This design comes from an exercise in tuning for small area on the open sky130 flow, not from production work. In this exercise RTL edits were held to simulation tests only and were not proved equivalent to the original. Power figures rest on the tool's default switching activity, not on a simulated workload.

## dfu_unit
module dfu_unit (
    input  wire        clk,
    input  wire        rst,           
    input  wire [1:0]  mode,          
    input  wire [20:0] dec_d,         
    input  wire        sync,          
    input  wire        corr_we,
    input  wire [1:0]  corr_m,
    input  wire [15:0] corr_ofs,
    input  wire [15:0] corr_gain,
    input  wire        corr_commit,
    input  wire        in_valid,
    input  wire [11:0] in_code,
    input  wire [1:0]  in_member,
    input  wire [3:0]  in_flags,      
    output wire        o_valid,
    output wire [31:0] o_index,
    output wire [15:0] o_lo,
    output wire [15:0] o_hi,
    output wire [31:0] o_h32,
    output wire [11:0] o_p12,
    output wire [4:0]  o_flags,       
    output reg  [31:0] sat_count
);
Size: roughly 26000 um2 of cells after synthesis.
clock: 14.0 ns
lec_check: 0
abc_area: 1
cap_margin: 20
core_margin: 2
core_utilization: 40
cts_buf_list: sky130_fd_sc_hd__clkbuf_8
cts_cluster_diameter: 60
cts_cluster_size: 16
place_density: 0.6
slew_margin: 20
standard.sh (not shown) runs the stock make flow with config.mk's settings and CLKGATE_MAP_FILE= SYNTH_SCRIPT=/design/flow/synth_recipe.tcl, a recipe that flattens the netlist after the stock synthesis.
==> flow/flow/run.sh <==
#!/bin/bash
# Layout flow: the standard ORFS flow with three changes that keep the design's
# registers exactly as the standard synthesis makes them:
#  - synthesis is the standard one (synth_recipe.tcl, ABC_AREA 1) except that ABC's
#    area script maps with "amap" and leaves buffering and sizing to the placer;
#  - after synthesis, flow/polar.py moves inverters out of the netlist (full adders
#    taken in complemented form, gates swapped for complemented twins);
#  - the buffers that global placement puts on every port are buf_1.
# Each step's output goes to a log file of its own in this folder.
set -euo pipefail
export BUFFER_PORTS_ARGS="-buffer_cell sky130_fd_sc_hd__buf_1"
R=orfs/results/sky130hd/dfu_unit/base
rm -rf scripts_synth
cp -r "$FLOW_HOME/scripts" scripts_synth
printf 'strash\ndch -f\namap\ntopo\nstime -c\n' > scripts_synth/abc_area.script
bash standard.sh SCRIPTS_DIR="$PWD/scripts_synth" synth > flow_synth.log 2>&1
cp "$R/1_2_yosys.v" synth_netlist.v
python3 flow/polar.py synth_netlist.v "$R/1_2_yosys.v" > flow_polar.log 2>&1
rm -f "$R/1_synth.odb" "$R/1_synth.sdc"
bash standard.sh finish > flow_layout.log 2>&1
Other scripts of this flow, unchanged in this note and not shown: flow/flow/polar.py
Next try:
CTS_BUF_LIST = default   (was sky130_fd_sc_hd__clkbuf_8)
CTS_CLUSTER_DIAMETER = 80   (was 60)
CTS_CLUSTER_SIZE = 30   (was 16)
Non-clock buffer count went down by 2.
Cell count went down by 0.83%.
Via count went down by 1.0%.
First-iteration DRC count went down by 2.0%.
Register-to-register slack gains 0.04 ns.
Utilization went up by 0.11 points.
Fmax hardly moves.
Clock power went up by 10%.
Synthesized cell count stays the same.
Global-route usage went down by 0.27 points.
Die area stays the same.

* * *

Another version of the RTL of dfu_unit (not shown whole).
Size in the first run: about 440 flip-flops, ~0.028 mm2 of cells after synthesis.
export LEC_CHECK = 0
export CAP_MARGIN = 20
export CORE_MARGIN = 2
export CORE_UTILIZATION = 40
export PLACE_DENSITY = 0.6
export SLEW_MARGIN = 20
create_clock -name core_clock -period 14.0 [get_ports {clk}]
==> flow/flow/run.sh <==
#!/bin/bash
# Layout flow: the standard ORFS flow (standard synthesis, floorplan, power grid,
# tap cells, placement, CTS, routing), with the port buffers that global placement
# inserts on every input and output made the smallest buffer cell, buf_1.
set -euo pipefail
export BUFFER_PORTS_ARGS="-buffer_cell sky130_fd_sc_hd__buf_1"
bash standard.sh finish > standard_flow.log 2>&1
Change:
==> flow/run.sh (new file) <==
#!/bin/bash
# synth_recipe.tcl (not shown) runs the flow's synth.tcl, then flattens the netlist and writes it again
# the make line also repeats each setting of config.mk as NAME=value (left out here)
make -C /OpenROAD-flow-scripts/flow DESIGN_CONFIG=/design/flow/config.mk WORK_HOME=/design/flow/orfs CLKGATE_MAP_FILE= SYNTH_SCRIPT=/design/flow/synth_recipe.tcl finish
removed: flow/flow/run.sh
removed: flow/standard.sh
- The new run completed without violations
- via count increases by 0.94%
- utilization increases by 2.5 points
- cell count increases by 1.3%
- clock skew increases by 0.0099 ns
- first-iteration DRC count increases by 25%

==> separate check: timing with driven ports <==
In the flow no input, the clock included, has a driving cell. The finished layouts below were timed again as built, in two steps. Step 1, drivers: a clkbuf_16 drives clk and a buf_2 each remaining input, both assumed. Step 2 times the ports against the registers' clock, not the clock port: input delays grow and output delays shrink by t, the midpoint of the rising clock arrivals with the driver on. Three values: ideal, step 1, step 2; two values: the first two.
| run | shift t [ns] | setup WS [ns] | worst hold slack (ns) | worst setup path after step 2 | slew at the worst register clock pin (ns) |
|---|---|---|---|---|---|
| the first run of note 1 | 0.679 | 0.764 / 0.764 / 0.764 | 0.339 / 0.339 / 0.339 | register to register | 0.10 / 0.10 |
| the second run of note 1 | 0.645 | 0.801 / 0.801 / 0.801 | 0.337 / 0.337 / 0.337 | register to register | 0.11 / 0.11 |
| the first run of note 2 | 0.652 | 0.508 / 0.487 / 0.487 | 0.325 / 0.325 / 0.325 | input to output | 0.07 / 0.07 |
| the second run of note 2 | 0.643 | 0.439 / 0.414 / 0.414 | 0.326 / 0.326 / 0.326 | input to output | 0.06 / 0.06 |
After both steps setup and hold are still met in every run listed. For the second run of note 2, which loses most, drivers alone change the setup slack by -0.025 ns; drivers and shift together by -0.025 ns.
